From an optimization exercise on the open Yosys and OpenROAD flow, aimed at small area; shortcuts taken in it are not production practice. Function was checked by simulation only, so behaviour that the tests miss may differ from the original. Power and IR drop assume default switching activity.

Setup of sierra:
// mx_caster
module mx_caster (
    input  wire         clk,
    input  wire         rst,
    input  wire         in_valid,
    input  wire [3:0]   fmt,
    input  wire         src_fp16,
    input  wire [511:0] in_data,
    output reg          out_valid,
    output reg  [7:0]   out_scale,
    output reg  [255:0] out_elems,
    output reg  [5:0]   out_sat
);
clock: 50.0 ns
lec_check: 0
cap_margin: 30
core_margin: 2
core_utilization: 40
cts_buf_list: sky130_fd_sc_hd__clkbuf_8
cts_cluster_diameter: 80
cts_cluster_size: 12
slew_margin: 30
standard.sh (not shown) runs the stock make flow with config.mk's settings and CLKGATE_MAP_FILE= SYNTH_SCRIPT=/design/flow/synth_recipe.tcl, a recipe that flattens the netlist after the stock synthesis.
==> flow/flow/run.sh <==
#!/bin/bash
# Own layout flow: the standard layout (standard.sh), with these changes.
#  - Synthesis is the standard synthesis script (synth_recipe.tcl and ORFS's
#    synth.tcl) with another ABC script, without the Kogge-Stone carry mapping
#    and with ADDER_MAP_FILE empty (no adder cells placed before ABC). It runs
#    once for each flow/abc_*.script, in parallel, and the netlist with the
#    smallest cell area goes on to the layout (SYNTH_NETLIST_FILES).
#  - Ports are buffered with sky130_fd_sc_hd__buf_1.
# Each tool's output goes to a log in this folder: own/<script>/..., own/*.log,
# flow.log and orfs/logs.
set -euo pipefail
W=$(pwd)
F=${FLOW_HOME:-/OpenROAD-flow-scripts/flow}
mkdir -p "$W/own"
pids=()
names=()
for s in "$W"/flow/abc_*.script; do
  n=$(basename "$s" .script)
  names+=("$n")
  sed -e "s#^source \$::env(SCRIPTS_DIR)/synth_preamble.tcl\$#&\nset abc_args [list -script $s {*}\$lib_args {*}\$lib_dont_use_args]#" \
      -e 's#"-extra-map $::env(FLOW_HOME)/platforms/common/lcu_kogge_stone.v"#""#' \
      "$F/scripts/synth.tcl" > "$W/own/core_$n.tcl"
  grep -q "$s" "$W/own/core_$n.tcl"
  if grep -q lcu_kogge_stone "$W/own/core_$n.tcl"; then echo "patch failed" >&2; exit 1; fi
  sed -e "s#\$::env(SCRIPTS_DIR)/synth.tcl#$W/own/core_$n.tcl#" "$W/synth_recipe.tcl" > "$W/own/synth_$n.tcl"
  grep -q "own/core_$n.tcl" "$W/own/synth_$n.tcl"
  make -C "$F" DESIGN_CONFIG="$W/config.mk" WORK_HOME="$W/own/$n" CLKGATE_MAP_FILE= \
      "SYNTH_SCRIPT=$W/own/synth_$n.tcl" "ADDER_MAP_FILE=" synth > "$W/own/$n.log" 2>&1 &
  pids+=($!)
done
for i in "${!pids[@]}"; do
  n=${names[$i]}
  if wait "${pids[$i]}"; then
    st="$W/own/$n/reports/sky130hd/mx_caster/base/synth_stat.txt"
    a=$(grep -E "Chip area for module" "$st" 2>/dev/null | tail -1 | awk '{print $NF}' || true)
    [[ -n "$a" ]] && echo "$n $a" >> "$W/own/areas.txt"
  else
    echo "$n failed" >> "$W/own/failed.txt"
  fi
done
# the smallest netlist, among those within 20% of the median (a guard against
# a script that lost logic)
best=$(awk '{print $2, $1}' "$W/own/areas.txt" | sort -g | awk '{a[NR]=$1; n[NR]=$2} END {m=a[int((NR+1)/2)]; for (i=1;i<=NR;i++) if (a[i] >= 0.8*m) {print n[i]; exit}}')
[[ -n "$best" ]]
echo "best $best" >> "$W/own/best.txt"
cp "$W/own/$best/results/sky130hd/mx_caster/base/1_2_yosys.v" "$W/own/netlist.v"
bash "$W/standard.sh" "SYNTH_NETLIST_FILES=$W/own/netlist.v" \
    "BUFFER_PORTS_ARGS=-buffer_cell sky130_fd_sc_hd__buf_1" finish > "$W/flow.log" 2>&1
==> flow/flow/abc_h1.script <==
strash
&get -n
&deepsyn -T 700 -S 3
&deepsyn -T 700 -S 11
&deepsyn -T 700 -S 5
&put
dch -f
amap -x -A 32 -F 16
topo
==> flow/flow/abc_h2.script <==
strash
&get -n
&deepsyn -T 700 -S 41
&deepsyn -T 700 -S 7
&deepsyn -T 700 -S 13
&put
dch -f
amap -x -A 32 -F 16
topo
==> flow/flow/abc_h3.script <==
strash
&get -n
&deepsyn -T 700 -S 19
&deepsyn -T 700 -S 17
&deepsyn -T 700 -S 23
&put
dch -f
amap -x -A 32 -F 16
topo
==> flow/flow/abc_h4.script <==
strash
&get -n
&deepsyn -T 700 -S 53
&deepsyn -T 700 -S 29
&deepsyn -T 700 -S 31
&put
dch -f
amap -x -A 32 -F 16
topo
==> flow/flow/abc_h5.script <==
strash
&get -n
&deepsyn -T 700 -S 47
&deepsyn -T 700 -S 37
&deepsyn -T 700 -S 43
&put
dch -f
amap -x -A 32 -F 16
topo
==> flow/flow/abc_h6.script <==
strash
&get -n
&deepsyn -T 700 -S 59
&deepsyn -T 700 -S 61
&deepsyn -T 700 -S 67
&put
dch -f
amap -x -A 32 -F 16
topo
==> flow/flow/abc_h7.script <==
strash
&get -n
&deepsyn -T 700 -S 2
&deepsyn -T 700 -S 71
&deepsyn -T 700 -S 73
&put
dch -f
amap -x -A 32 -F 16
topo
==> flow/flow/abc_h8.script <==
strash
&get -n
&deepsyn -T 700 -S 17
&deepsyn -T 700 -S 79
&deepsyn -T 700 -S 83
&put
dch -f
amap -x -A 32 -F 16
topo
What amber does differently from sierra at the input level:
Settings: CAP_MARGIN now 20, was 30; SLEW_MARGIN now 20, was 30.
==> flow/flow/abc_f17.script (new file) <==
strash
&get -n
&deepsyn -T 1200 -S 17
&put
dch -f
amap -x -A 32 -F 16
topo
==> flow/flow/abc_f19.script (new file) <==
strash
&get -n
&deepsyn -T 1200 -S 19
&put
dch -f
amap -x -A 32 -F 16
topo
==> flow/flow/abc_f2.script (new file) <==
strash
&get -n
&deepsyn -T 1200 -S 2
&put
dch -f
amap -x -A 32 -F 16
topo
==> flow/flow/abc_f29.script (new file) <==
strash
&get -n
&deepsyn -T 1200 -S 29
&put
dch -f
amap -x -A 32 -F 16
topo
==> flow/flow/abc_f3.script (new file) <==
strash
&get -n
&deepsyn -T 1200 -S 3
&put
dch -f
amap -x -A 32 -F 16
topo
==> flow/flow/abc_f31.script (new file) <==
strash
&get -n
&deepsyn -T 1200 -S 31
&put
dch -f
amap -x -A 32 -F 16
topo
==> flow/flow/abc_f37.script (new file) <==
strash
&get -n
&deepsyn -T 1200 -S 37
&put
dch -f
amap -x -A 32 -F 16
topo
==> flow/flow/abc_f41.script (new file) <==
strash
&get -n
&deepsyn -T 1200 -S 41
&put
dch -f
amap -x -A 32 -F 16
topo
removed: flow/flow/abc_h1.script
removed: flow/flow/abc_h2.script
removed: flow/flow/abc_h3.script
removed: flow/flow/abc_h4.script
removed: flow/flow/abc_h5.script
removed: flow/flow/abc_h6.script
removed: flow/flow/abc_h7.script
removed: flow/flow/abc_h8.script
Results
Total power of the final layout was higher in amber than in sierra.
Non-clock buffer count in amber is 22 lower than in sierra
Re wire length: amber and sierra aren't equal, and the higher value belongs to sierra.
| number of design-rule violations left by the first detailed-router iteration | sierra vs amber | ≈ equal |
Between amber and sierra, the difference in number of buffer cells added on primary ports is negligible.
Taking sierra as the reference, in amber largest vdd supply drop has increased, share of the clock period used by the worst path after layout fell 3.2 points, logic gate share of total power now sits higher.
amber and sierra ended up with roughly the same width of the chip.
Power dissipated by switching net loads deteriorates in amber relative to sierra.
Modified inputs, willow compared to amber
Settings: CORE_UTILIZATION now 50, was 40.
==> flow/flow/abc_s19.script (new file) <==
strash
&get -n
&fraig -x
&put
scorr
dc2
dretime
strash
&get -n
&dch -f
&nf -R 1000
&put
strash
dch -f
amap
topo
==> flow/flow/abc_s24.script (new file) <==
strash
&get -n
&fraig -x
&put
scorr
dc2
dretime
strash
dch -f
amap -m
topo
==> flow/flow/abc_s25.script (new file) <==
strash
&get -n
&fraig -x
&put
scorr
dc2
dretime
strash
dch -f
amap
strash
dch -f
amap
topo
==> flow/flow/abc_s27.script (new file) <==
strash
&get -n
&fraig -x
&put
scorr
dc2
dc2
dretime
strash
dch -f
amap -F 2 -A 8
topo
removed: flow/flow/abc_f17.script
removed: flow/flow/abc_f19.script
removed: flow/flow/abc_f2.script
removed: flow/flow/abc_f29.script
removed: flow/flow/abc_f3.script
removed: flow/flow/abc_f31.script
removed: flow/flow/abc_f37.script
removed: flow/flow/abc_f41.script
--- outcome ---
- No run among amber and willow stopped early or left any final violation; all are clean.
- Multi-input gate share of total cell area is higher on willow
- Run comparison: amber cell with the largest stage delay on the worst path nor2_1; willow cell with the largest stage delay on the worst path clkinv_1
- willow against amber: met2 track demand over resource increased by 5.0 points relative to the old numbers; fraction of power spent switching nets shows a reduction of 3.2 points.
> inputs changed (willow -> yarrow)
Settings: CTS_CLUSTER_DIAMETER no longer set, was 80; CTS_CLUSTER_SIZE no longer set, was 12; CTS_BUF_LIST now sky130_fd_sc_hd__clkbuf_4, was sky130_fd_sc_hd__clkbuf_8.
==> flow/flow/abc_d0.script (new file) <==
strash
&get -n
&deepsyn -T 900 -S 3
&put
dch -f
amap
topo
==> flow/flow/abc_d1.script (new file) <==
strash
&get -n
&deepsyn -T 900 -S 2
&put
dch -f
amap
topo
==> flow/flow/abc_d2.script (new file) <==
strash
&get -n
&deepsyn -T 900 -S 7
&put
dch -f
amap
topo
==> flow/flow/abc_d3.script (new file) <==
strash
&get -n
&fraig -x
&put
scorr
dc2
dretime
strash
&get -n
&deepsyn -T 900 -S 5
&put
dch -f
amap
topo
==> flow/flow/abc_d4.script (new file) <==
strash
&get -n
&deepsyn -T 900 -S 11
&put
dch -f
amap
topo
removed: flow/flow/abc_s24.script
Summary of yarrow over willow: highest achievable clock rate dropped 0.0015 GHz, wire length climbed about 16%, post-route met1 wirelength climbed 5.1%, number of buffers added on ports barely changed.
The setup slack of yarrow is smaller than that of willow.
| routed length on met2 | yarrow vs willow | 8.7% higher |
On yarrow: standard cell area after detailed placement is 2.5% lower than what willow gave.
Summary of yarrow over willow: proportion of cell area occupied by multi-input gates went down, detailed placement HPWL went up, post-layout instance area has decreased.
yarrow vs willow: number of vias per cell after detailed routing up by a few percent

-- static timing again, ports no longer ideal --
How much do the figures lean on ideal ports? The routed layouts below were timed once more, with nothing changed but the port constraints. Step 1 (the two cells are an assumption about what drives the block):
set clk [get_ports {clk}]
set_driving_cell -lib_cell sky130_fd_sc_hd__clkbuf_16 $clk
set_driving_cell -lib_cell sky130_fd_sc_hd__buf_2 [delete_from_list [all_inputs] $clk]
Step 2 also shifts input and output timing later by t, the mid clock arrival at the registers, as if the neighbouring blocks saw the same clock. a / b / c = ideal ports / drivers / drivers and shift; a / b = the first two.
run | shift t [ns] | setup WS [ns] | worst setup path at the end | worst data-port slew with drivers (ns)
sierra | 0.835 | 8.931 / 8.948 / 8.113 | input to register | 0.19
amber | 0.810 | 10.524 / 10.524 / 9.713 | input to register | 0.26
willow | 0.809 | 9.819 / 9.775 / 8.966 | input to register | 0.20
yarrow | 1.123 | 7.184 / 7.242 / 6.119 | input to register | 0.18
After both steps setup and hold are still met in every run listed. For yarrow, which loses most, drivers alone change the setup slack by +0.058 ns; drivers and shift together by -1.065 ns.
